What follows belongs to an exercise in optimizing a design on an open flow for small area and a short achievable clock period; a production flow would make more cautious choices.
RTL that was checked went through simulation tests only; none was proved equivalent to the original.
The RTL of run 3 was laid out without a check of its function.
Power and IR drop assume default switching activity.

==> flow/design.v, too long to show whole: its modules and the start of the top module <==
// module ce_dalu: 264 lines
// module ce_dalu_mac: 940 lines
// module ce_dalu_add41: 120 lines
// module ce_dalu_add16: 99 lines
// module ce_dalu_inc16: 54 lines
// module ce_dalu_cmp16: 53 lines
module ce_dalu (
    input  wire        clk,
    input  wire        rst,          
    input  wire        ins_valid,    
    input  wire [31:0] ins,          
    input  wire [2:0]  rd_sel,       
    output wire [15:0] rd_data,
    output wire [39:0] acc,          
    output wire [4:0]  flags         
);
  // ...
==> flow/flow/run.sh <==
#!/bin/bash
# Standard layout, with these changes:
#  - synthesis: the standard synthesis script, sourcing a copy of ORFS's
#    synth.tcl whose only change is the ABC script (flow/abc.script);
#  - after synthesis, fapol.py removes inverters around full adders by
#    flipping adder polarities; the result is kept only if ABC proves it
#    equivalent to the synthesized netlist;
#  - plain buffers (not delay cells) on the ports;
#  - the resizer's timing repair asked for more setup slack than the
#    standard flow.
set -euo pipefail
W=$PWD
F=$W/flow
sed 's#^  log_cmd abc {\*}$abc_args$#  log_cmd abc -script '"$F"'/abc.script {*}[lrange $abc_args 2 end]#' \
    "$FLOW_HOME/scripts/synth.tcl" > "$W/synth_mine.tcl"
grep -q "abc.script" "$W/synth_mine.tcl"
sed 's#source $::env(SCRIPTS_DIR)/synth.tcl#source '"$W"'/synth_mine.tcl#' \
    "$W/synth_recipe.tcl" > "$W/synth_recipe_mine.tcl"
grep -q "synth_mine.tcl" "$W/synth_recipe_mine.tcl"
ARGS=(SYNTH_SCRIPT="$W/synth_recipe_mine.tcl"
      BUFFER_PORTS_ARGS="-buffer_cell sky130_fd_sc_hd__buf_2"
      SETUP_SLACK_MARGIN=10 TNS_END_PERCENT=0)
bash standard.sh "${ARGS[@]}" synth > make_synth.log 2>&1

# full-adder polarity clean-up, checked by ABC's combinational equivalence
R=$W/orfs/results/sky130hd/ce_dalu/base
LIB=$FLOW_HOME/platforms/sky130hd/lib/sky130_fd_sc_hd__tt_025C_1v80.lib
cp "$R/1_2_yosys.v" "$W/netlist_synth.v"
python3 "$F/fapol.py" "$W/netlist_synth.v" "$W/netlist_fapol.v" > fapol.log 2>&1
for n in synth fapol; do
  cat > "$W/blif_$n.ys" <<EOY
read_liberty -ignore_miss_func $LIB
read_verilog $W/netlist_$n.v
hierarchy -top ce_dalu
flatten
opt_clean
techmap
opt -fast
dfflegalize -cell \$_DFF_P_ x
write_blif $W/netlist_$n.blif
EOY
  yosys -q -s "$W/blif_$n.ys" > "yosys_blif_$n.log" 2>&1
done
yosys-abc -c "cec $W/netlist_synth.blif $W/netlist_fapol.blif" > cec.log 2>&1 || true
if grep -q "Networks are equivalent" cec.log; then
  cp "$W/netlist_fapol.v" "$R/1_2_yosys.v"
  echo "fapol netlist used" >> fapol.log
else
  echo "fapol netlist NOT used" >> fapol.log
fi
bash standard.sh "${ARGS[@]}" finish > make.log 2>&1
==> flow/flow/abc.script <==
strash
dch -f
map -a
topo
stime -c
buffer -c
upsize -c
dnsize -c
==> flow/flow/fapol.py <==
#!/usr/bin/env python3
"""Full-adder polarity clean-up of a synthesized netlist.

A full adder is self-dual: FA(~a, ~b, ~c) = (~cout, ~sum).  Synthesis leaves
inverters between full adders (and between full adders and other logic)
wherever the polarity it picked for an adder does not match its neighbours.
This pass flips an adder (connects its inputs to the complemented nets and
complements its outputs) whenever that removes more inverters than it adds,
until no flip helps.  The function of the netlist is unchanged; registers and
all other cells are left as they are.

Usage: fapol.py in.v out.v
"""
import re
import sys
from collections import defaultdict

FA = re.compile(r"sky130_fd_sc_hd__fa_\d+$")
INV = re.compile(r"sky130_fd_sc_hd__(inv|clkinv)_\d+$")
INV_CELL = "sky130_fd_sc_hd__inv_1"


def main(src, dst):
    text = open(src).read()
    m = re.search(r"^module\s+\w+\s*\(.*?\);\n", text, re.S | re.M)
    head_end = m.end()
    end = text.rindex("endmodule")
    body = text[head_end:end]

    # split body into declarations and cell instances
    cell_re = re.compile(r"^  (sky130_fd_sc_hd__\w+)\s+(\S+)\s*\((.*?)\n  \);\n", re.S | re.M)
    decl_parts = []
    cells = {}
    order = []
    pos = 0
    for cm in cell_re.finditer(body):
        decl_parts.append(body[pos:cm.start()])
        pos = cm.end()
        typ, name, pinstxt = cm.group(1), cm.group(2), cm.group(3)
        pins = {}
        for pm in re.finditer(r"\.(\w+)\(([^()]*)\)", pinstxt):
            pins[pm.group(1)] = pm.group(2).strip()
        cells[name] = [typ, pins]
        order.append(name)
    decl_parts.append(body[pos:])
    decls = "".join(decl_parts)
    if re.search(r"^\s*assign\b", decls, re.M):
        # aliased nets: leave the netlist alone
        open(dst, "w").write(text)
        print("fapol: netlist has assign statements, unchanged")
        return

    outputs = {"X", "Y", "Q", "Q_N", "SUM", "COUT", "HI", "LO"}
    ports_out = set()
    for pm in re.finditer(r"^\s*output\s+(\[\d+:\d+\]\s*)?(\S+);", text[:head_end] + decls, re.M):
        rng, nm = pm.group(1), pm.group(2)
        if rng:
            hi, lo = map(int, re.findall(r"\d+", rng))
            for i in range(min(hi, lo), max(hi, lo) + 1):
                ports_out.add(f"{nm}[{i}]")
        else:
            ports_out.add(nm)

    driver = {}
    loads = defaultdict(set)

    def rebuild():
        driver.clear()
        loads.clear()
        for name, (typ, pins) in cells.items():
            for p, n in pins.items():
                if not n:
                    continue
                if p in outputs:
                    driver[n] = (name, p)
                else:
                    loads[n].add((name, p))

    rebuild()

    def is_inv(name):
        return INV.match(cells[name][0]) is not None

    def inv_of(n):
        """An inverter whose input is net n, if any."""
        for (c, p) in loads[n]:
            if is_inv(c) and p == "A":
                return c
        return None

    newid = [0]

    def new_net():
        newid[0] += 1
        return f"fapol_n{newid[0]}"

    def new_inv(a):
        newid[0] += 1
        name = f"fapol_i{newid[0]}"
        y = new_net()
        cells[name] = [INV_CELL, {"A": a, "Y": y}]
        order.append(name)
        driver[y] = (name, "Y")
        loads[a].add((name, "A"))
        return y

    def remove_cell(name):
        typ, pins = cells.pop(name)
        for p, n in pins.items():
            if p in outputs:
                driver.pop(n, None)
            else:
                loads[n].discard((name, p))

    def connect(cell, pin, net):
        old = cells[cell][1][pin]
        loads[old].discard((cell, pin))
        cells[cell][1][pin] = net
        loads[net].add((cell, pin))

    def flip_gain(f):
        pins = cells[f][1]
        gain = 0
        for p in ("A", "B", "CIN"):
            n = pins[p]
            d = driver.get(n)
            if d and is_inv(d[0]):
                if len(loads[n]) == 1 and n not in ports_out:
                    gain += 1
            elif inv_of(n) is None:
                gain -= 1
        for q in ("COUT", "SUM"):
            o = pins[q]
            invs = [c for (c, p) in loads[o] if is_inv(c) and p == "A"]
            others = [x for x in loads[o] if not (is_inv(x[0]) and x[1] == "A")]
            if o in ports_out:
                others.append(("<port>", ""))
            gain += len(invs)
            if others:
                gain -= 1
        return gain

    def flip(f):
        pins = cells[f][1]
        # inputs
        for p in ("A", "B", "CIN"):
            n = pins[p]
            d = driver.get(n)
            if d and is_inv(d[0]):
                src = cells[d[0]][1]["A"]
                connect(f, p, src)
                if not loads[n] and n not in ports_out:
                    remove_cell(d[0])
            else:
                i = inv_of(n)
                y = cells[i][1]["Y"] if i else new_inv(n)
                connect(f, p, y)
        # outputs: the adder now drives the complement of o
        for q in ("COUT", "SUM"):
            o = pins[q]
            invs = [c for (c, p) in list(loads[o]) if is_inv(c) and p == "A"]
            others = [x for x in loads[o] if not (is_inv(x[0]) and x[1] == "A")]
            is_port = o in ports_out
            if not invs and not others and not is_port:
                continue
            nn = new_net()
            driver.pop(o, None)
            pins[q] = nn
            driver[nn] = (f, q)
            # loads that wanted ~o take the adder's output directly
            for c in invs:
                y = cells[c][1]["Y"]
                for (lc, lp) in list(loads[y]):
                    connect(lc, lp, nn)
                if y in ports_out:
                    # keep the port net: regenerate it from nn
                    loads[o].discard((c, "A"))
                    cells[c] = ["sky130_fd_sc_hd__buf_1", {"A": nn, "X": y}]
                    loads[nn].add((c, "A"))
                    driver[y] = (c, "X")
                    continue
                remove_cell(c)
            # loads that want o get an inverter of the adder's output
            if others or is_port:
                name = f"fapol_i{newid[0] + 1}"
                newid[0] += 1
                cells[name] = [INV_CELL, {"A": nn, "Y": o}]
                order.append(name)
                driver[o] = (name, "Y")
                loads[nn].add((name, "A"))

    fas = [c for c in order if FA.match(cells[c][0])]
    ninv0 = sum(1 for c in cells if is_inv(c))
    changed = True
    rounds = 0
    nflip = 0
    while changed and rounds < 50:
        changed = False
        rounds += 1
        for f in fas:
            if flip_gain(f) > 0:
                flip(f)
                nflip += 1
                changed = True
    ninv1 = sum(1 for c in cells if is_inv(c))

    # emit
    used = set()
    for name in order:
        if name in cells:
            for n in cells[name][1].values():
                used.add(n)

    def fmt(n):
        return n + " " if n.startswith("\\") else n

    out = [text[:head_end], decls.rstrip("\n") + "\n"]
    for i in range(1, newid[0] + 1):
        if f"fapol_n{i}" in used:
            out.append(f"  wire fapol_n{i};\n")
    for name in order:
        if name not in cells:
            continue
        typ, pins = cells[name]
        pl = ",\n".join(f"    .{p}({fmt(n)})" for p, n in pins.items())
        out.append(f"  {typ} {fmt(name)} (\n{pl}\n  );\n")
    out.append(text[end:])
    open(dst, "w").write("".join(out))
    print(f"fapol: {len(fas)} full adders, {nflip} flips, inverters {ninv0} -> {ninv1}")


if __name__ == "__main__":
    main(sys.argv[1], sys.argv[2])
==> flow/standard.sh <==
#!/bin/bash
# synth_recipe.tcl (not shown) runs the flow's synth.tcl, then flattens the netlist and writes it again
# the make line also repeats each setting of config.mk as NAME=value (left out here)
make -C /OpenROAD-flow-scripts/flow DESIGN_CONFIG=/design/flow/config.mk WORK_HOME=/design/flow/orfs CLKGATE_MAP_FILE= SYNTH_SCRIPT=/design/flow/synth_recipe.tcl "${@:-finish}"
==> flow/config.mk <==
export PLATFORM = sky130hd
export DESIGN_NAME = ce_dalu
export DESIGN_NICKNAME = ce_dalu
export VERILOG_FILES = /design/flow/design.v
export SDC_FILE = /design/flow/constraint.sdc
export NUM_CORES = 8
export LEC_CHECK = 0
export ABC_AREA = 1
export CAP_MARGIN = 20
export CORE_MARGIN = 2
export CORE_UTILIZATION = 45
export CTS_BUF_LIST = sky130_fd_sc_hd__clkbuf_8
export CTS_CLUSTER_DIAMETER = 60
export CTS_CLUSTER_SIZE = 15
export SLEW_MARGIN = 20
==> flow/constraint.sdc <==
create_clock -name core_clock -period 20.0 [get_ports {clk}]
set_input_delay 4.0000 -clock core_clock [delete_from_list [all_inputs] [get_ports {clk}]]
set_output_delay 4.0000 -clock core_clock [all_outputs]
set_load 0.01 [all_outputs]
==> impl_metrics.csv, run 1 <==
group,metric,value,unit
clock_tree,clk_pin_slew,0.08,ns
critical_path,max_stage_delay,0.65,ns
sta,setup_ws,9.848,ns
floorplan,std_cell_rows,89,
critical_path,crit_start,"rd_sel[1]",
drt,postRouteAntennaNets,0,
cells_and_area,clockNetworkAreaShare,2.425,%
power,power_sequential,0.000597,W
synth,syn-cell-area,27080,sq um
power,power.leakage,13.08,nW
outcome,status,"no timing/DRC/antenna violations",
critical_path,critPathMaxFanout,11,
place,gp_congestion,1.103,
cells_and_area,drive_gt1_share,11.62,%
cells_and_area,layout.area.seq,6416,sq um
cells_and_area,multi_input_area,18530,sq um
global_route,grt_max_degree,66,
synth,syn_nets,3958,
sta,slew_viol_final,0,
cells_and_area,nFlopsAndLatches,216,
place,placed_area,28730,sq um
global_route,grt.total_usage,42.47,%
drt,wl,135700,microns
critical_path,critical-path-top-delay-family,"buffers and inverters",
cells_and_area,layout.nets,4029,
min_path,hp-start,"f_va",
clock_tree,clk-insertion-delay-late,0.73,ns
synth,synth_warnings,1,
drt,met3_length,19000,microns
cells_and_area,multi_input_area_share,61.61,%
place,post-place-ws,8.475,ns
sta,setup_tns,0,ns
power,clkPwrFrac,17.7,%
critical_path,critPathRequiredTime,16.00,ns
cells_and_area,final_common_cell,"nand2_1",
sta,worst_clock_skew,0.1187,ns
==> module ce_dalu, before the edit <==
module ce_dalu (
    input  wire        clk,
    input  wire        rst,          
    input  wire        ins_valid,    
    input  wire [31:0] ins,          
    input  wire [2:0]  rd_sel,       
    output wire [15:0] rd_data,
    output wire [39:0] acc,          
    output wire [4:0]  flags         
);
    localparam [5:0] OP_LDI  = 6'h07, OP_MOV  = 6'h08, OP_MTS  = 6'h09;
    localparam [5:0] OP_MPY  = 6'h10, OP_MAC  = 6'h11, OP_MSU  = 6'h12;
    localparam [5:0] OP_MPYI = 6'h13, OP_MACI = 6'h14, OP_CLRA = 6'h15;
    localparam [5:0] OP_LDA  = 6'h16, OP_ADDA = 6'h17, OP_SUBA = 6'h18;
    localparam [5:0] OP_RND  = 6'h19, OP_SHRA = 6'h1A, OP_SHLA = 6'h1B;
    localparam [5:0] OP_ADD  = 6'h20, OP_SUB  = 6'h21, OP_ADDI = 6'h22;
    localparam [5:0] OP_AND  = 6'h23, OP_OR   = 6'h24, OP_XOR  = 6'h25;
    localparam [5:0] OP_SHL  = 6'h26, OP_SHR  = 6'h27, OP_CMP  = 6'h28;
    localparam [5:0] OP_CMPI = 6'h29, OP_MIN  = 6'h2A, OP_MAX  = 6'h2B;
    localparam [5:0] OP_LIM  = 6'h2C, OP_NEG  = 6'h2D, OP_ABS  = 6'h2E;
    reg [15:0] d0, d1, d2, d3, d4, d5, d6, d7;
    reg [40:0] cs_s, cs_c;                         
    reg        f_n, f_z, f_v, f_c, f_sat;
    reg        f_na, f_za, f_va;                   
    wire [40:0] acc_x;                             
    wire        acc_co;
    wire [40:0] acc_p, acc_g;
    ce_dalu_add41 u_accadd (.a(cs_s), .b(cs_c), .s(acc_x), .p(acc_p), .g(acc_g), .co(acc_co));
    wire [39:0] acc_r = acc_x[39:0];
    function [15:0] rdmux;
        input [2:0] s;
        input [15:0] r0, r1, r2, r3, r4, r5, r6, r7;
        begin
            rdmux = ({16{s == 3'd0}} & r0) | ({16{s == 3'd1}} & r1) |
                    ({16{s == 3'd2}} & r2) | ({16{s == 3'd3}} & r3) |
                    ({16{s == 3'd4}} & r4) | ({16{s == 3'd5}} & r5) |
                    ({16{s == 3'd6}} & r6) | ({16{s == 3'd7}} & r7);
        end
    endfunction
    wire [5:0]  op   = ins[31:26];
    wire [2:0]  fd   = ins[25:23];
    wire [2:0]  fa   = ins[22:20];
    wire [2:0]  fb   = ins[19:17];
    wire        s_r  = ins[16];
    wire        s_i  = ins[19];
    wire [15:0] imm  = ins[15:0];
    wire [15:0] da = rdmux(fa, d0, d1, d2, d3, d4, d5, d6, d7);
    wire [15:0] db = rdmux(fb, d0, d1, d2, d3, d4, d5, d6, d7);
    wire [15:0] dd = rdmux(fd, d0, d1, d2, d3, d4, d5, d6, d7);
    assign rd_data = rdmux(rd_sel, d0, d1, d2, d3, d4, d5, d6, d7);
    assign acc     = acc_r;
    assign flags   = {f_sat, f_c,
                      f_va ? (acc_x[40] ^ acc_x[39]) : f_v,
                      f_za ? (acc_r == 40'd0) : f_z,
                      f_na ? acc_r[39] : f_n};
    wire ex = ins_valid & ~rst;
    wire i_ldi  = (op == OP_LDI) & ~rst;
    wire i_mov  = (op == OP_MOV) & ~rst;
    wire i_mts  = (op == OP_MTS) & (ins[22:17] == 6'd24) & ~rst;
    wire i_mpy  = (op == OP_MPY) & ~rst;
    wire i_mac  = (op == OP_MAC) & ~rst;
    wire i_msu  = (op == OP_MSU) & ~rst;
    wire i_mpyi = (op == OP_MPYI) & ~rst;
    wire i_maci = (op == OP_MACI) & ~rst;
    wire i_clra = (op == OP_CLRA) & ~rst;
    wire i_lda  = (op == OP_LDA) & ~rst;
    wire i_adda = (op == OP_ADDA) & ~rst;
    wire i_suba = (op == OP_SUBA) & ~rst;
    wire i_rnd  = (op == OP_RND) & ~rst;
    wire i_shra = (op == OP_SHRA) & ~rst;
    wire i_shla = (op == OP_SHLA) & ~rst;
    wire i_add  = (op == OP_ADD) & ~rst;
    wire i_sub  = (op == OP_SUB) & ~rst;
    wire i_addi = (op == OP_ADDI) & ~rst;
    wire i_and  = (op == OP_AND) & ~rst;
    wire i_or   = (op == OP_OR) & ~rst;
    wire i_xor  = (op == OP_XOR) & ~rst;
    wire i_shl  = (op == OP_SHL) & ~rst;
    wire i_shr  = (op == OP_SHR) & ~rst;
    wire i_cmp  = (op == OP_CMP) & ~rst;
    wire i_cmpi = (op == OP_CMPI) & ~rst;
    wire i_min  = (op == OP_MIN) & ~rst;
    wire i_max  = (op == OP_MAX) & ~rst;
    wire i_lim  = (op == OP_LIM) & ~rst;
    wire i_neg  = (op == OP_NEG) & ~rst;
    wire i_abs  = (op == OP_ABS) & ~rst;
    wire g_mul = i_mpy | i_mac | i_msu | i_mpyi | i_maci;
    wire g_hi  = i_lda | i_adda | i_suba;
    wire g_acc = i_mpy | i_mac | i_msu | i_mpyi | i_maci | i_lda | i_adda | i_suba | i_clra;
    wire u_acc = i_mac | i_msu | i_maci | i_adda | i_suba;
    wire m_sub = i_msu | i_suba;
    wire m_x2  = i_mpy | i_mac | i_msu | g_hi;
    wire [16:0] mx = m_x2 ? {da, 1'b0} : {da[15], da};
    reg [7:0] b_one, b_two, b_neg;
    integer k;
    reg     b2, b1, b0;
    always @(*) begin
        for (k = 0; k < 8; k = k + 1) begin
            b2 = db[2*k+1];
            b1 = db[2*k];
            b0 = (k == 0) ? 1'b0 : db[2*k-1];
            b_one[k] = g_mul & (b1 ^ b0);
            b_two[k] = (g_mul & ((b2 & ~b1 & ~b0) | (~b2 & b1 & b0))) | (g_hi & (k == 7));
            b_neg[k] = (g_mul & (b2 ^ m_sub)) | (g_hi & (k == 7) & m_sub);
        end
    end
    wire [40:0] a_op = {acc_r[39], acc_r} & {41{u_acc}};
    wire [40:0] t_s, t_c;
    ce_dalu_mac u_mac (.x(mx), .one(b_one), .two(b_two), .neg(b_neg),
                       .a(a_op), .s0(t_s), .s1(t_c));
    function [39:0] rev40;
        input [39:0] x;
        integer j;
        begin
            for (j = 0; j < 40; j = j + 1) rev40[j] = x[39-j];
        end
    endfunction
    function [15:0] rev16;
        input [15:0] x;
        integer j;
        begin
            for (j = 0; j < 16; j = j + 1) rev16[j] = x[15-j];
        end
    endfunction
    wire        over39 = imm[5] & (imm[4] | imm[3]);
    wire [5:0]  amt_a  = over39 ? 6'd39 : imm[5:0];
    wire        sh_acc = i_shra | i_shla;
    wire [5:0]  sh_amt = sh_acc ? amt_a : {2'b00, imm[3:0]};
    wire [39:0] acc_rv = rev40(acc_r);
    wire [39:0] sh_in;
    assign sh_in[23:0]  = i_shla ? acc_rv[23:0] : acc_r[23:0];
    assign sh_in[39:24] = i_shla ? acc_rv[39:24] :
                          i_shr  ? da :
                          i_shl  ? rev16(da) : acc_r[39:24];
    wire        sh_fill = i_shra ? acc_r[39] : (i_shr & ~imm[4] & da[15]);
    wire [39:0] sh_1   = sh_amt[0] ? {sh_fill, sh_in[39:1]} : sh_in;
    wire [39:0] sh_2   = sh_amt[1] ? {{2{sh_fill}}, sh_1[39:2]} : sh_1;
    wire [39:0] sh_3   = sh_amt[2] ? {{4{sh_fill}}, sh_2[39:4]} : sh_2;
    wire [39:0] sh_4   = sh_amt[3] ? {{8{sh_fill}}, sh_3[39:8]} : sh_3;
    wire [39:0] sh_5   = sh_amt[4] ? {{16{sh_fill}}, sh_4[39:16]} : sh_4;
    wire [39:0] sh_out = sh_amt[5] ? {{32{sh_fill}}, sh_5[39:32]} : sh_5;
    wire [39:0] acc_shf = i_shla ? rev40(sh_out) : sh_out;
    reg  [39:0] ga;
    integer q;
    always @(*) begin
        ga[39] = 1'b0;
        for (q = 38; q >= 0; q = q - 1)
            ga[q] = ga[q+1] | (acc_r[q] ^ acc_r[39]);
    end
    wire shla_v = ga[6'd39 - amt_a];
    reg  [15:0] gd;
    always @(*) begin
        gd[15] = 1'b0;
        for (q = 14; q >= 0; q = q - 1)
            gd[q] = gd[q+1] | (da[q] ^ da[15]);
    end
    wire        shl_ovf = gd[4'd15 - imm[3:0]];
    wire [15:0] shl_raw = rev16(sh_out[39:24]);
    wire [15:0] r_shl   = (shl_ovf & s_i) ? {da[15], {15{~da[15]}}} : shl_raw;
    wire [15:0] r_shr   = sh_out[39:24];
    wire [15:0] rnd_v;
    wire [15:0] rnd_p, rnd_g;
    wire        rnd_co;
    ce_dalu_inc16 u_rnd (.a(acc_r[31:16]), .b(16'd0), .ci(acc_r[15]),
                         .s(rnd_v), .p(rnd_p), .g(rnd_g), .co(rnd_co));
    wire        r_ones  = &acc_r[30:15];
    wire        rnd_hi  = ~acc_r[39] & ((|acc_r[38:31]) | r_ones);
    wire        rnd_lo  =  acc_r[39] & ~(&acc_r[38:31]) &
                          ~((&acc_r[38:32]) & ~acc_r[31] & r_ones);
    wire        rnd_sat = s_r & (rnd_hi | rnd_lo);
    wire [15:0] r_rnd   = rnd_sat ? {rnd_lo, {15{rnd_hi}}} : rnd_v;
    wire a_zero = i_neg | i_abs;
    wire a_imm  = i_addi | i_cmpi;
    wire a_da   = i_neg | i_abs;
    wire a_inv  = i_sub | i_cmp | i_cmpi | i_neg | (i_abs & da[15]) |
                  i_min | i_max | i_lim;
    wire [15:0] al  = a_zero ? 16'd0 : da;
    wire [15:0] ar0 = a_imm ? imm : a_da ? da : db;
    wire [15:0] ar  = ar0 ^ {16{a_inv}};
    wire [15:0] asum, a_p, a_g;
    wire        a_c16;
    ce_dalu_add16 u_alu (.a(al), .b(ar), .ci(a_inv), .s(asum), .p(a_p), .g(a_g), .co(a_c16));
    wire        a_x16 = al[15] ^ ar[15] ^ a_c16;           
    wire        a_ovf = a_x16 ^ asum[15];
    wire        a_s   = (i_addi ? s_i : s_r) & ~(i_cmp | i_cmpi);
    wire [15:0] r_add = (a_ovf & a_s) ? {a_x16, {15{~a_x16}}} : asum;
    wire [15:0] a_k   = al | ar;
    wire        a_z   = &(~(a_p ^ {a_k[14:0], a_inv}));
    wire        z_add = a_z & ~(a_ovf & a_s);
    wire        c_alu = (i_add | i_addi) ? a_c16 : ~a_c16;
    wire [15:0] c1_s, c1_p, c1_g, c2_s, c2_p, c2_g;
    wire        c1_co, c2_co;
    ce_dalu_cmp16 u_cmp1 (.a({~dd[15], dd[14:0]}), .b({da[15], ~da[14:0]}), .ci(1'b1),
                          .s(c1_s), .p(c1_p), .g(c1_g), .co(c1_co));
    ce_dalu_cmp16 u_cmp2 (.a({~db[15], db[14:0]}), .b({dd[15], ~dd[14:0]}), .ci(1'b1),
                          .s(c2_s), .p(c2_p), .g(c2_g), .co(c2_co));
    wire lt_ab = a_x16;                                     
    wire lt_da = ~c1_co;                                    
    wire gt_db = ~c2_co;                                    
    wire gt_ab = ~lt_ab & (asum != 16'd0);                  
    wire sel_a = i_mov | (i_min & lt_ab) | (i_max & ~lt_ab) | (i_lim & ~gt_ab & lt_da);
    wire sel_b = (i_min & ~lt_ab) | (i_max & lt_ab) | (i_lim & (gt_ab | (~lt_da & gt_db)));
    wire sel_d = i_lim & ~gt_ab & ~lt_da & ~gt_db;
    wire g_add = i_add | i_sub | i_addi | i_cmp | i_cmpi | i_neg | i_abs;
    wire [15:0] wd_o = ({16{i_ldi}} & imm) |
                     ({16{sel_a}} & da) | ({16{sel_b}} & db) | ({16{sel_d}} & dd) |
                     ({16{i_rnd}} & r_rnd) |
                     ({16{i_and | i_or}} & a_g) |
                     ({16{i_or | i_xor}} & a_p) |
                     ({16{i_shl}} & r_shl) |
                     ({16{i_shr}} & r_shr);
    wire [15:0] wd   = ({16{g_add}} & r_add) | wd_o;
    wire        wd_z = g_add ? z_add : (wd_o == 16'd0);
    wire wr_d = i_ldi | i_mov | i_rnd | i_add | i_sub | i_addi | i_and | i_or |
                i_xor | i_shl | i_shr | i_min | i_max | i_lim | i_neg | i_abs;
    wire [15:0] wdat = wd;
    wire        we   = ex & wr_d;
    always @(posedge clk) begin
        if (rst | (we & (fd == 3'd0))) d0 <= wdat;
        if (rst | (we & (fd == 3'd1))) d1 <= wdat;
        if (rst | (we & (fd == 3'd2))) d2 <= wdat;
        if (rst | (we & (fd == 3'd3))) d3 <= wdat;
        if (rst | (we & (fd == 3'd4))) d4 <= wdat;
        if (rst | (we & (fd == 3'd5))) d5 <= wdat;
        if (rst | (we & (fd == 3'd6))) d6 <= wdat;
        if (rst | (we & (fd == 3'd7))) d7 <= wdat;
    end
    wire cs_tree = rst | g_acc;
    always @(posedge clk) begin
        if (rst | (ex & (g_acc | sh_acc))) begin
            cs_s <= cs_tree ? t_s : {1'b0, acc_shf};
            cs_c <= cs_tree ? t_c : 41'd0;
        end
    end
    wire g_nz16 = i_rnd | g_add | i_and | i_or | i_xor | i_shl | i_shr |
                  i_min | i_max | i_lim;
    wire v_upd16 = g_add | i_and | i_or | i_xor | i_shl | i_shr;
    wire v16 = (g_add & a_ovf) | (i_shl & shl_ovf);
    wire sat16 = (g_add & a_ovf & a_s) | (i_shl & shl_ovf & s_i) | (i_rnd & rnd_sat);
    wire c16 = (i_add | i_addi | i_sub | i_cmp | i_cmpi) & c_alu;
    always @(posedge clk) begin
        if (rst) begin
            f_n <= 1'b0; f_z <= 1'b0; f_v <= 1'b0; f_c <= 1'b0; f_sat <= 1'b0;
            f_na <= 1'b0; f_za <= 1'b0; f_va <= 1'b0;
        end else if (ex) begin
            if (i_mts) begin
                f_n <= dd[0]; f_z <= dd[1]; f_v <= dd[2]; f_c <= dd[3]; f_sat <= dd[4];
                f_na <= 1'b0; f_za <= 1'b0; f_va <= 1'b0;
            end else if (g_acc) begin
                f_na <= 1'b1; f_za <= 1'b1; f_va <= 1'b1; f_c <= 1'b0;
            end else if (sh_acc) begin
                f_na <= 1'b1; f_za <= 1'b1; f_va <= 1'b0; f_c <= 1'b0;
                f_v <= i_shla & shla_v;
            end else if (g_nz16) begin
                f_n <= wd[15]; f_z <= wd_z; f_c <= c16;
                f_na <= 1'b0; f_za <= 1'b0;
                if (v_upd16) begin
                    f_v <= v16; f_va <= 1'b0;
                end
                if (sat16) f_sat <= 1'b1;
            end
        end
    end
endmodule
==> run 2, diff against run 1 <==
--- a/flow/design.v
+++ b/flow/design.v
@@ -99,20 +99,16 @@
             b2 = db[2*k+1];
             b1 = db[2*k];
             b0 = (k == 0) ? 1'b0 : db[2*k-1];
             b_one[k] = g_mul & (b1 ^ b0);
             b_two[k] = (g_mul & ((b2 & ~b1 & ~b0) | (~b2 & b1 & b0))) | (g_hi & (k == 7));
             b_neg[k] = (g_mul & (b2 ^ m_sub)) | (g_hi & (k == 7) & m_sub);
         end
     end
-    wire [40:0] a_op = {acc_r[39], acc_r} & {41{u_acc}};
-    wire [40:0] t_s, t_c;
-    ce_dalu_mac u_mac (.x(mx), .one(b_one), .two(b_two), .neg(b_neg),
-                       .a(a_op), .s0(t_s), .s1(t_c));
     function [39:0] rev40;
         input [39:0] x;
         integer j;
         begin
             for (j = 0; j < 40; j = j + 1) rev40[j] = x[39-j];
         end
     endfunction
     function [15:0] rev16;
@@ -123,59 +119,58 @@
         end
     endfunction
     wire        over39 = imm[5] & (imm[4] | imm[3]);
     wire [5:0]  amt_a  = over39 ? 6'd39 : imm[5:0];
     wire        sh_acc = i_shra | i_shla;
     wire [5:0]  sh_amt = sh_acc ? amt_a : {2'b00, imm[3:0]};
     wire [39:0] acc_rv = rev40(acc_r);
     wire [39:0] sh_in;
-    assign sh_in[23:0]  = i_shla ? acc_rv[23:0] : acc_r[23:0];
+    assign sh_in[23:0]  = i_shla ? acc_rv[23:0] : i_shl ? {24{da[15]}} : acc_r[23:0];
     assign sh_in[39:24] = i_shla ? acc_rv[39:24] :
                           i_shr  ? da :
                           i_shl  ? rev16(da) : acc_r[39:24];
     wire        sh_fill = i_shra ? acc_r[39] : (i_shr & ~imm[4] & da[15]);
     wire [39:0] sh_1   = sh_amt[0] ? {sh_fill, sh_in[39:1]} : sh_in;
     wire [39:0] sh_2   = sh_amt[1] ? {{2{sh_fill}}, sh_1[39:2]} : sh_1;
     wire [39:0] sh_3   = sh_amt[2] ? {{4{sh_fill}}, sh_2[39:4]} : sh_2;
     wire [39:0] sh_4   = sh_amt[3] ? {{8{sh_fill}}, sh_3[39:8]} : sh_3;
     wire [39:0] sh_5   = sh_amt[4] ? {{16{sh_fill}}, sh_4[39:16]} : sh_4;
     wire [39:0] sh_out = sh_amt[5] ? {{32{sh_fill}}, sh_5[39:32]} : sh_5;
     wire [39:0] acc_shf = i_shla ? rev40(sh_out) : sh_out;
+    wire [40:0] a_op = ({41{u_acc}} & {acc_r[39], acc_r}) |
+                       ({41{sh_acc}} & {acc_shf[39], acc_shf});
+    wire [40:0] t_s, t_c;
+    ce_dalu_mac u_mac (.x(mx), .one(b_one), .two(b_two), .neg(b_neg),
+                       .a(a_op), .s0(t_s), .s1(t_c));
     reg  [39:0] ga;
     integer q;
     always @(*) begin
         ga[39] = 1'b0;
         for (q = 38; q >= 0; q = q - 1)
             ga[q] = ga[q+1] | (acc_r[q] ^ acc_r[39]);
     end
     wire shla_v = ga[6'd39 - amt_a];
-    reg  [15:0] gd;
-    always @(*) begin
-        gd[15] = 1'b0;
-        for (q = 14; q >= 0; q = q - 1)
-            gd[q] = gd[q+1] | (da[q] ^ da[15]);
-    end
-    wire        shl_ovf = gd[4'd15 - imm[3:0]];
+    wire        shl_ovf = ~((&sh_out[24:9]) | ~(|sh_out[24:9]));
     wire [15:0] shl_raw = rev16(sh_out[39:24]);
     wire [15:0] r_shl   = (shl_ovf & s_i) ? {da[15], {15{~da[15]}}} : shl_raw;
     wire [15:0] r_shr   = sh_out[39:24];
     wire [15:0] rnd_v;
     wire [15:0] rnd_p, rnd_g;
     wire        rnd_co;
     ce_dalu_inc16 u_rnd (.a(acc_r[31:16]), .b(16'd0), .ci(acc_r[15]),
                          .s(rnd_v), .p(rnd_p), .g(rnd_g), .co(rnd_co));
     wire        r_ones  = &acc_r[30:15];
     wire        rnd_hi  = ~acc_r[39] & ((|acc_r[38:31]) | r_ones);
     wire        rnd_lo  =  acc_r[39] & ~(&acc_r[38:31]) &
                           ~((&acc_r[38:32]) & ~acc_r[31] & r_ones);
     wire        rnd_sat = s_r & (rnd_hi | rnd_lo);
     wire [15:0] r_rnd   = rnd_sat ? {rnd_lo, {15{rnd_hi}}} : rnd_v;
-    wire a_zero = i_neg | i_abs;
-    wire a_imm  = i_addi | i_cmpi;
+    wire a_zero = i_neg | i_abs | i_ldi;
+    wire a_imm  = i_addi | i_cmpi | i_ldi;
     wire a_da   = i_neg | i_abs;
     wire a_inv  = i_sub | i_cmp | i_cmpi | i_neg | (i_abs & da[15]) |
                   i_min | i_max | i_lim;
     wire [15:0] al  = a_zero ? 16'd0 : da;
     wire [15:0] ar0 = a_imm ? imm : a_da ? da : db;
     wire [15:0] ar  = ar0 ^ {16{a_inv}};
     wire [15:0] asum, a_p, a_g;
     wire        a_c16;
@@ -197,44 +192,42 @@
     wire lt_ab = a_x16;                                     
     wire lt_da = ~c1_co;                                    
     wire gt_db = ~c2_co;                                    
     wire gt_ab = ~lt_ab & (asum != 16'd0);                  
     wire sel_a = i_mov | (i_min & lt_ab) | (i_max & ~lt_ab) | (i_lim & ~gt_ab & lt_da);
     wire sel_b = (i_min & ~lt_ab) | (i_max & lt_ab) | (i_lim & (gt_ab | (~lt_da & gt_db)));
     wire sel_d = i_lim & ~gt_ab & ~lt_da & ~gt_db;
     wire g_add = i_add | i_sub | i_addi | i_cmp | i_cmpi | i_neg | i_abs;
-    wire [15:0] wd_o = ({16{i_ldi}} & imm) |
-                     ({16{sel_a}} & da) | ({16{sel_b}} & db) | ({16{sel_d}} & dd) |
+    wire [15:0] wd_o = ({16{sel_a}} & da) | ({16{sel_b}} & db) | ({16{sel_d}} & dd) |
                      ({16{i_rnd}} & r_rnd) |
                      ({16{i_and | i_or}} & a_g) |
                      ({16{i_or | i_xor}} & a_p) |
                      ({16{i_shl}} & r_shl) |
                      ({16{i_shr}} & r_shr);
-    wire [15:0] wd   = ({16{g_add}} & r_add) | wd_o;
+    wire [15:0] wd   = ({16{g_add | i_ldi}} & r_add) | wd_o;
     wire        wd_z = g_add ? z_add : (wd_o == 16'd0);
     wire wr_d = i_ldi | i_mov | i_rnd | i_add | i_sub | i_addi | i_and | i_or |
                 i_xor | i_shl | i_shr | i_min | i_max | i_lim | i_neg | i_abs;
     wire [15:0] wdat = wd;
     wire        we   = ex & wr_d;
     always @(posedge clk) begin
         if (rst | (we & (fd == 3'd0))) d0 <= wdat;
         if (rst | (we & (fd == 3'd1))) d1 <= wdat;
         if (rst | (we & (fd == 3'd2))) d2 <= wdat;
         if (rst | (we & (fd == 3'd3))) d3 <= wdat;
         if (rst | (we & (fd == 3'd4))) d4 <= wdat;
         if (rst | (we & (fd == 3'd5))) d5 <= wdat;
         if (rst | (we & (fd == 3'd6))) d6 <= wdat;
         if (rst | (we & (fd == 3'd7))) d7 <= wdat;
     end
-    wire cs_tree = rst | g_acc;
     always @(posedge clk) begin
         if (rst | (ex & (g_acc | sh_acc))) begin
-            cs_s <= cs_tree ? t_s : {1'b0, acc_shf};
-            cs_c <= cs_tree ? t_c : 41'd0;
+            cs_s <= t_s;
+            cs_c <= t_c;
         end
     end
     wire g_nz16 = i_rnd | g_add | i_and | i_or | i_xor | i_shl | i_shr |
                   i_min | i_max | i_lim;
     wire v_upd16 = g_add | i_and | i_or | i_xor | i_shl | i_shr;
     wire v16 = (g_add & a_ovf) | (i_shl & shl_ovf);
     wire sat16 = (g_add & a_ovf & a_s) | (i_shl & shl_ovf & s_i) | (i_rnd & rnd_sat);
     wire c16 = (i_add | i_addi | i_sub | i_cmp | i_cmpi) & c_alu;
@@ -410,16 +403,17 @@
     wire p7_10;
     wire p7_11;
     wire p7_12;
     wire p7_13;
     wire p7_14;
     wire p7_15;
     wire p7_16;
     wire p7_17;
+    wire [7:0] ah;
     wire hs0;
     wire hc0;
     wire hs1;
     wire hc1;
     wire hs2;
     wire hc2;
     wire fs0;
     wire fc0;
@@ -714,32 +708,16 @@
     wire fs124;
     wire fc124;
     wire fs125;
     wire fc125;
     wire fs126;
     wire fc126;
     wire hs24;
     wire hc24;
-    wire hs25;
-    wire hc25;
-    wire hs26;
-    wire hc26;
-    wire hs27;
-    wire hc27;
-    wire hs28;
-    wire hc28;
-    wire hs29;
-    wire hc29;
-    wire hs30;
-    wire hc30;
-    wire hs31;
-    wire hc31;
-    wire hs32;
-    wire hc32;
     assign p0_0 = (one[0] & x[0]) ^ neg[0];
     assign p0_1 = ((one[0] & x[1]) | (two[0] & x[0])) ^ neg[0];
     assign p0_2 = ((one[0] & x[2]) | (two[0] & x[1])) ^ neg[0];
     assign p0_3 = ((one[0] & x[3]) | (two[0] & x[2])) ^ neg[0];
     assign p0_4 = ((one[0] & x[4]) | (two[0] & x[3])) ^ neg[0];
     assign p0_5 = ((one[0] & x[5]) | (two[0] & x[4])) ^ neg[0];
     assign p0_6 = ((one[0] & x[6]) | (two[0] & x[5])) ^ neg[0];
     assign p0_7 = ((one[0] & x[7]) | (two[0] & x[6])) ^ neg[0];
@@ -874,16 +852,17 @@
     assign p7_10 = ((one[7] & x[10]) | (two[7] & x[9])) ^ neg[7];
     assign p7_11 = ((one[7] & x[11]) | (two[7] & x[10])) ^ neg[7];
     assign p7_12 = ((one[7] & x[12]) | (two[7] & x[11])) ^ neg[7];
     assign p7_13 = ((one[7] & x[13]) | (two[7] & x[12])) ^ neg[7];
     assign p7_14 = ((one[7] & x[14]) | (two[7] & x[13])) ^ neg[7];
     assign p7_15 = ((one[7] & x[15]) | (two[7] & x[14])) ^ neg[7];
     assign p7_16 = ((one[7] & x[16]) | (two[7] & x[15])) ^ neg[7];
     assign p7_17 = ~(((one[7] & x[16]) | (two[7] & x[16])) ^ neg[7]);
+    assign ah = a[40:33] + 8'd255;
     assign hs0 = p0_14 ^ p1_12;
     assign hc0 = p0_14 & p1_12;
     assign hs1 = p0_15 ^ p1_13;
     assign hc1 = p0_15 & p1_13;
     assign hs2 = p0_16 ^ p1_14;
     assign hc2 = p0_16 & p1_14;
     assign fs0 = 1'b1 ^ p0_17 ^ p1_15;
     assign fc0 = (1'b1 & p0_17) | (1'b1 & p1_15) | (p0_17 & p1_15);
@@ -1178,34 +1157,18 @@
     assign fs124 = fc95 ^ fs96 ^ a[29];
     assign fc124 = (fc95 & fs96) | (fc95 & a[29]) | (fs96 & a[29]);
     assign fs125 = fc96 ^ hs21 ^ a[30];
     assign fc125 = (fc96 & hs21) | (fc96 & a[30]) | (hs21 & a[30]);
     assign fs126 = hc21 ^ p7_17 ^ a[31];
     assign fc126 = (hc21 & p7_17) | (hc21 & a[31]) | (p7_17 & a[31]);
     assign hs24 = 1'b1 ^ a[32];
     assign hc24 = 1'b1 & a[32];
-    assign hs25 = 1'b1 ^ a[33];
-    assign hc25 = 1'b1 & a[33];
-    assign hs26 = 1'b1 ^ a[34];
-    assign hc26 = 1'b1 & a[34];
-    assign hs27 = 1'b1 ^ a[35];
-    assign hc27 = 1'b1 & a[35];
-    assign hs28 = 1'b1 ^ a[36];
-    assign hc28 = 1'b1 & a[36];
-    assign hs29 = 1'b1 ^ a[37];
-    assign hc29 = 1'b1 & a[37];
-    assign hs30 = 1'b1 ^ a[38];
-    assign hc30 = 1'b1 & a[38];
-    assign hs31 = 1'b1 ^ a[39];
-    assign hc31 = 1'b1 & a[39];
-    assign hs32 = 1'b1 ^ a[40];
-    assign hc32 = 1'b1 & a[40];
-    assign s0 = {hc31, hc30, hc29, hc28, hc27, hc26, hc25, hc24, fc126, fc125, fc124, fc123, fc122, fc121, fc120, fc119, fc118, fc117, fc116, fc115, fc114, fc113, fc112, fc111, fc110, fc109, fc108, fc107, fc106, fc105, fc104, fc103, fc102, fc101, fc100, fc99, fc98, fc97, hc23, hc22, hs22};
-    assign s1 = {hs32, hs31, hs30, hs29, hs28, hs27, hs26, hs25, hs24, fs126, fs125, fs124, fs123, fs122, fs121, fs120, fs119, fs118, fs117, fs116, fs115, fs114, fs113, fs112, fs111, fs110, fs109, fs108, fs107, fs106, fs105, fs104, fs103, fs102, fs101, fs100, fs99, fs98, fs97, hs23, a[0]};
+    assign s0 = {ah[7], ah[6], ah[5], ah[4], ah[3], ah[2], ah[1], hc24, fc126, fc125, fc124, fc123, fc122, fc121, fc120, fc119, fc118, fc117, fc116, fc115, fc114, fc113, fc112, fc111, fc110, fc109, fc108, fc107, fc106, fc105, fc104, fc103, fc102, fc101, fc100, fc99, fc98, fc97, hc23, hc22, hs22};
+    assign s1 = {1'b0, 1'b0, 1'b0, 1'b0, 1'b0, 1'b0, 1'b0, ah[0], hs24, fs126, fs125, fs124, fs123, fs122, fs121, fs120, fs119, fs118, fs117, fs116, fs115, fs114, fs113, fs112, fs111, fs110, fs109, fs108, fs107, fs106, fs105, fs104, fs103, fs102, fs101, fs100, fs99, fs98, fs97, hs23, a[0]};
 endmodule
 module ce_dalu_add41 (
     input  wire [40:0] a,
     input  wire [40:0] b,
     output wire [40:0] s,
     output wire [40:0] p,    
     output wire [40:0] g,    
     output wire        co
==> flow/flow/abc.script (replaced) <==
strash
dch -f
map -D 3000
topo
stime -c
buffer -c
upsize -c -D 3000
dnsize -c -D 3000
==> run 2 against run 1 <==
Net effect: total power is 77% higher; setup slack improved by 0.046 ns; first-iteration DRC count fell by 4.1%; combinational power grew 110%; sequential share of layout area is 0.14 points higher; worst hold slack got worse by 0.061 ns; critical path depth rose by 25; final cell count shrank 5.7%; synthesized area down 2.9%; register-to-register slack gained 0.07 ns; final area shrank 3.4%.
==> impl_metrics.csv, run 2 <==
group,metric,value,unit
drt,dr.pass1.iters,7,
clock_tree,clockBufferDepth,3,
drt,wl,130900,microns
power,sw_frac_of_total,58.06,%
synth,syn-cell-area,26300,sq um
power,power.leakage,12.44,nW
power,p_int,0.001751,W
critical_path,endpoint_kind,"flop",
sta,rsz0062_at_grt,"yes",
global_route,grtUsageMet1,56.64,%
power,p_switching,0.002424,W
floorplan,die_x,245.8,microns
sta,fin_crit,10.11,ns
critical_path,r2r_setup_slack,10.75,ns
global_route,grt_remaining_overflow,0,
clock_tree,clk-insertion-delay-late,0.65,ns
clock_tree,clk_pin_slew,0.09,ns
outcome,status,"no timing/DRC/antenna violations",
clock_tree,ctsHoldBuffers,0,
place,dp_hpwl,97780,microns
sta,max-slew-margin-rel,23.33,%
cells_and_area,layout.area.seq,6236,sq um
power,seq_power_share,22.3,%
cells_and_area,largest_reg_flops,41,
global_route,grtUsageMet2,63.43,%
cells_and_area,fillCellCount,5687,
drt,drc,0,
critical_path,crit_start,"ins[20]",
synth,syn_area_per_cell,7.701,sq um
global_route,grt.total_usage,42.30,%
drt,num_vias,28510,
synth,synth_cells,3415,
global_route,antenna_found_initial,5,
critical_path,critPathMaxFanout,20,
cells_and_area,multi_input_area,18020,sq um
job,maxCapViolations,0,
cells_and_area,top_register,"cs_s",
cells_and_area,drive_gt1_share,11.87,%
power,vdd_drop_max,0.00008541,V
floorplan,initial_core_util,45.58,%
sta,final_hold_viol_count,0,
critical_path,max_stage_delay,0.49,ns
cells_and_area,final_common_cell,"nand2_1",
cells_and_area,layout.nets,3785,
sta,setup_tns,0,ns
synth,synth_warnings,1,
sta,worst_clock_skew,0.03458,ns
global_route,grt_pass1_wl,186300,microns
place,port_buffers,98,
sta,setup_violations,0,
drt,postRouteAntennaNets,0,
floorplan,die_y,245.8,microns
global_route,grt_max_degree,69,
cells_and_area,reg.largest.list,"cs_s: 41 flops, cs_c: 34 flops",
drt,drtIter0Drc,4236,
critical_path,crit_path_end,"d1[1]",
critical_path,r2r_start,"cs_s[0]",
min_path,hold_path_class,"reg -> reg",
power,pwr-share-comb,69.3,%
critical_path,critPathRequiredTime,20.26,ns
drt,vias_per_cell,6.697,
place,gp_congestion,1.057,
critical_path,cp.arrival,10.37,ns
cells_and_area,syn_to_final_growth,10.44,%
clock_tree,cts_tree,"built",
floorplan,std_cell_rows,88,
sta,worst_pin_slew,1.147,ns
power,power_density,143.7,nW/um^2
cells_and_area,final_cell_mix,"nand2_1, inv_1, nor2_1",
critical_path,r2r_end,"cs_c[16]",
cells_and_area,fin_cells,4257,
clock_tree,root_buffer,"clkbuf_8",
global_route,grtUsageMet3,11.20,%
sta,timing.fmax,98.94,MHz
floorplan,core-area,57700,sq um
critical_path,slowest_stage,"a2111oi_4",
critical_path,critical_path_class,"in -> reg",
floorplan,pin_count,99,
min_path,holdPathStages,2,
critical_path,crit_path_start_kind,"input port",
critical_path,critPathMostFrequentCell,"a21oi_1",
power,clkPwrFrac,8.5,%
clock_tree,cts-htree-levels,1,
floorplan,design.die.area,60390,sq um
critical_path,worst_r2r_path_depth,44,
place,dpl.cell_count,4168,
global_route,top_usage_layer,"met2",
synth,syn_nets,3727,
sta,post-route-period-util,50.53,%
clock_tree,cts.sinks,210,
clock_tree,cts_buffers,23,
sta,slew_viol_final,0,
global_route,grt_pass1_vias,26900,
drt,wl_per_cell,30.74,microns
## run 2: metrics by stage
step	cell area [sq um]	utilization (%)	worst slack, ns	power, W	hold WS, ns
after detailed placement	27800	48.18	8.059	0.003567	0.4719
after global placement	27780	48.15	7.866	0.003557	0.4767
final	29040	50.34	9.893	0.004174	0.4903
after CTS	28600	49.57	9.820	0.003974	0.4848
after floorplan	26300	-	10.48	0.002439	0.4393
after global routing	29040	50.33	9.727	0.004336	0.5102
## run 2: worst max-delay path, delay by kind of cell
family                   cells  cell delay (ns)
buffers and inverters        6             1.20
XOR/XNOR                     2             0.49
adder cells (fa/ha/maj)      1             0.31
AND/OR/NAND/NOR             10             1.74
AO/OA/AOI/OAI               13             2.58
## run 2: power groups by stage
stage,combinational [W],clock (W),sequential (W)
after floorplan,0.00157,0,0.000872
after global placement,0.00263,0,0.000932
after detailed placement,0.00264,0,0.000930
after CTS,0.00270,0.000357,0.000920
after global routing,0.00302,0.000372,0.000942
final,0.00289,0.000353,0.000929
## run 2: worst min-delay path by stage
| stage | to | slack (ns) | startpoint |
|---|---|---|---|
| 4_1_cts | f_n | 0.48 | f_n |
| 3_5_place_dp | f_n | 0.47 | f_n |
| 6_report | f_n | 0.49 | f_n |
| 2_1_floorplan | f_n | 0.44 | f_n |
| 5_1_grt | f_z | 0.51 | f_z |
| 3_3_place_gp | f_n | 0.48 | f_n |
## run 2: final cells by class
cell class | count | share of cell area, %
antenna | 4 | 0.03446
clock inverter | 17 | 0.7840
clock buffer | 23 | 1.090
sequential | 210 | 21.47
timing repair buffer | 234 | 5.501
inverter | 441 | 5.794
tap | 765 | 3.296
multi-input combinational | 2563 | 62.03
## run 2: timing repair
item,CTS,global route
hold endpoints to repair,0,0
gates cloned,0,1
endpoints found under the setup margin,164,177
gates resized for setup,26,43
buffers inserted,16,28
pin swaps,10,10
## run 2: routing by layer
layer	wire length, microns	vias up
met1	51170	13680
met3	16540	499
met5	13	-
met2	55120	2093
li1	-	12240
met4	8018	2
==> run 3, diff against run 2 <==
--- a/flow/design.v
+++ b/flow/design.v
@@ -166,21 +166,22 @@
     wire [15:0] r_rnd   = rnd_sat ? {rnd_lo, {15{rnd_hi}}} : rnd_v;
     wire a_zero = i_neg | i_abs | i_ldi;
     wire a_imm  = i_addi | i_cmpi | i_ldi;
-    wire a_da   = i_neg | i_abs;
-    wire a_inv  = i_sub | i_cmp | i_cmpi | i_neg | (i_abs & da[15]) |
-                  i_min | i_max | i_lim;
+    wire a_inv  = i_sub | i_cmp | i_cmpi | i_neg | i_min | i_max | i_lim;
+    wire a_cin  = a_inv | (i_abs & da[15]);
     wire [15:0] al  = a_zero ? 16'd0 : da;
-    wire [15:0] ar0 = a_imm ? imm : a_da ? da : db;
+    wire [15:0] ar0 = a_imm ? imm :
+                      i_abs ? (da ^ {16{da[15]}}) :
+                      i_neg ? da : db;
     wire [15:0] ar  = ar0 ^ {16{a_inv}};
     wire [15:0] asum, a_p, a_g;
     wire        a_c16;
-    ce_dalu_add16 u_alu (.a(al), .b(ar), .ci(a_inv), .s(asum), .p(a_p), .g(a_g), .co(a_c16));
+    ce_dalu_add16 u_alu (.a(al), .b(ar), .ci(a_cin), .s(asum), .p(a_p), .g(a_g), .co(a_c16));
     wire        a_x16 = al[15] ^ ar[15] ^ a_c16;           
     wire        a_ovf = a_x16 ^ asum[15];
     wire        a_s   = (i_addi ? s_i : s_r) & ~(i_cmp | i_cmpi);
     wire [15:0] r_add = (a_ovf & a_s) ? {a_x16, {15{~a_x16}}} : asum;
     wire [15:0] a_k   = al | ar;
-    wire        a_z   = &(~(a_p ^ {a_k[14:0], a_inv}));
+    wire        a_z   = &(~(a_p ^ {a_k[14:0], a_cin}));
     wire        z_add = a_z & ~(a_ovf & a_s);
     wire        c_alu = (i_add | i_addi) ? a_c16 : ~a_c16;
     wire [15:0] c1_s, c1_p, c1_g, c2_s, c2_p, c2_g;
==> run 3 against run 2 <==
Net effect: still clean; non-clock buffer count rose by 14; sequential cell count is the same; sequential share of layout area decreased by 0.44 points; register-to-register slack gained 0.07 ns; critical path depth is 25 lower; fmax rose by 1.6%; synthesized area grew 0.97%; via count rose by 2.1%; combinational power decreased by 24%.
==> impl_metrics.csv, run 3 <==
group,metric,value,unit
floorplan,core-area,58690,sq um
floorplan,initial_core_util,45.25,%
clock_tree,cts.sinks,210,
min_path,holdPathStages,2,
min_path,min_to,"f_n",
cells_and_area,top_register,"cs_s",
cells_and_area,fillCellCount,5750,
sta,setup_ws,10.05,ns
sta,worst_pin_slew,1.231,ns
cells_and_area,layout.nets,3802,
critical_path,cp.arrival,5.95,ns
sta,final_hold_viol_count,0,
synth,syn_nets,3715,
drt,postRouteAntennaNets,0,
sta,rsz0062_at_grt,"yes",
sta,max-slew-margin-rel,17.61,%
outcome,status,"no timing/DRC/antenna violations",
place,gp_congestion,1.103,
critical_path,r2r_start,"cs_c[0]",
clock_tree,cts-htree-levels,1,
critical_path,slowest_stage,"clkinv_2",
global_route,antenna_found_initial,4,
clock_tree,clockBufferDepth,3,
cells_and_area,reg.largest.list,"cs_s: 41 flops, cs_c: 34 flops",
clock_tree,clk_pin_slew,0.09,ns
floorplan,die_x,246.9,microns
cells_and_area,final_cell_mix,"nand2_1, inv_1, nor2_1",
drt,wl_per_cell,31.29,microns
clock_tree,cts_buffers,29,
synth,synth_warnings,1,
min_path,hp-start,"f_n",
place,port_buffers,98,
floorplan,pin_count,99,
critical_path,critPathMostFrequentCell,"buf_2",
power,power_density,112.4,nW/um^2
critical_path,critPathMaxFanout,10,
place,dp_hpwl,100400,microns
cells_and_area,final_common_cell,"nand2_1",
sta,setup_violations,0,
critical_path,max_stage_delay,0.42,ns
clock_tree,root_buffer,"clkbuf_8",
critical_path,worstPathCellList,"buf_2 -> nor2_1 -> nand2_1 -> clkinv_2 -> a221oi_1 -> o2111ai_1 -> buf_2",
drt,num_vias,29100,
floorplan,die_y,246.9,microns
floorplan,std_cell_rows,89,
min_path,hold_path_class,"reg -> reg",
critical_path,worst_r2r_path_depth,41,
critical_path,crit_path_start_kind,"input port",
critical_path,endpoint_kind,"output port",
job,maxCapViolations,0,
global_route,grt_pass1_wl,189400,microns
power,power.leakage,12.64,nW
global_route,grt_remaining_overflow,0,
critical_path,critical_path_class,"in -> out",
clock_tree,cts_tree,"built",
drt,drc,0,
drt,wl,134100,microns
cells_and_area,largest_reg_flops,41,
sta,fin_crit,9.949,ns
global_route,grt_pass1_vias,27020,
sta,post-route-period-util,49.74,%
sta,setup_tns,0,ns
drt,dr.pass1.iters,8,
cells_and_area,syn_to_final_growth,11.67,%
critical_path,r2r_setup_slack,10.82,ns
global_route,grt_max_degree,67,
synth,syn_area_per_cell,7.805,sq um
synth,synth_cells,3402,
global_route,grt.total_usage,42.89,%
drt,drtIter0Drc,4775,
power,vdd_drop_max,0.00008171,V
place,post-place-ws,8.075,ns
sta,timing.fmax,100.5,MHz
drt,vias_per_cell,6.790,
synth,syn-cell-area,26550,sq um
clock_tree,ctsHoldBuffers,0,
critical_path,critPathRequiredTime,16.00,ns
cells_and_area,drive_gt1_share,14.77,%
clock_tree,clk-insertion-delay-late,0.73,ns
sta,worst_clock_skew,0.07362,ns
critical_path,r2r_end,"cs_c[16]",
sta,slew_viol_final,0,
floorplan,design.die.area,60970,sq um
==> run 3: per-stage QoR <==
stage / cell area [sq um] / hold slack, ns / utilization (%) / total power [W] / cells
CTS: 28990 / 0.4815 / 49.41 / 0.003130 / 4248
finish: 29650 / 0.4856 / 50.53 / 0.003334 / 4285
global placement: 28090 / 0.4653 / 47.86 / 0.002709 / 4186
global route: 29640 / 0.5051 / 50.51 / 0.003456 / 4282
detailed placement: 28090 / 0.4679 / 47.86 / 0.002711 / 4186
floorplan: 26550 / 0.4453 / - / 0.001872 / 3402
==> run 3: worst max-delay path by stage <==
| stage | start | to | slack, ns | depth (start not counted) |
|---|---|---|---|---|
| final | rd_sel[1] | rd_data[0] | 10.05 | 7 |
| after CTS | ins[19] | f_z | 9.89 | 38 |
| after detailed placement | ins[20] | d1[6] | 8.07 | 28 |
| after global routing | cs_s[0] | flags[1] | 9.90 | 32 |
| after global placement | ins[20] | d0[6] | 8.15 | 28 |
| after floorplan | ins[22] | f_z | 9.99 | 35 |
==> run 3: worst max-delay path, delay by kind of cell <==
kind	cells	cell delay, ns
compound gates	2	0.69
buf+inv	3	0.81
simple gates	2	0.44
==> run 3: where the power goes <==
group          switching [W]  internal (W)
sequential          0.000111      0.000650
clock               0.000227      0.000155
combinational        0.00155      0.000643
total                0.00189       0.00145
==> run 3: layout make-up <==
cell class	count	area, sq um	area share (%)
diodes	4	10.01	0.03376
clock buffers	29	399.1	1.346
clock inverters	21	247.7	0.8355
inverters	435	1660	5.599
multi-input cells	2564	18440	62.18
flip-flops and latches	210	6236	21.03
well taps	773	967.2	3.262
repair buffers	248	1689	5.696
repair inverters	1	5.005	0.01688
==> run 3: repair_timing <==
action	CTS	global route
resized for setup	34	94
cloned	1	2
buffers inserted	11	30
pin swaps	10	29
endpoints found under the setup margin	140	145
==> run 3: metal layers <==
| layer | share of wire [%] | wire, microns | vias up | track usage, % |
|---|---|---|---|---|
| li1 | - | - | 12330 | - |
| met1 | 39 | 52070 | 13990 | 58.54 |
| met2 | 41 | 55520 | 2278 | 62.65 |
| met3 | 14 | 18450 | 495 | 12.18 |
| met4 | 6.0 | 8051 | 2 | 19.51 |
| met5 | 0.0067 | 9 | - | 0 |

## what the ideal ports hide
No port has a modelled driver above. Below, the same layouts with a new extraction and two added sets of constraints. Step 1 sets driving cells, clkbuf_16 on the clock port and buf_2 on the other inputs (assumed; they add their load-dependent delay and slew). Step 2 times the ports against the registers' clock, not the clock port: input delays grow and output delays shrink by t, the midpoint of the rising clock arrivals with the driver on. Slacks: ideal ports / drivers / drivers and shift; pairs: ideal ports / drivers.
run | t (ns) | slack for setup (ns) | worst setup path after step 2 | slew at the worst register clock pin (ns) | cell pins on the clock port's net
run 1 | 0.739 | 9.848 / 9.822 / 9.467 | input to register | 0.10 / 0.10 | 1
run 2 | 0.689 | 9.893 / 9.932 / 9.243 | input to register | 0.10 / 0.10 | 1
run 3 | 0.745 | 10.051 / 9.998 / 9.331 | input to register | 0.10 / 0.10 | 1
After both steps every run listed still meets setup and hold. For run 3, which loses most, drivers alone change the setup slack by -0.053 ns; drivers and shift together by -0.720 ns.
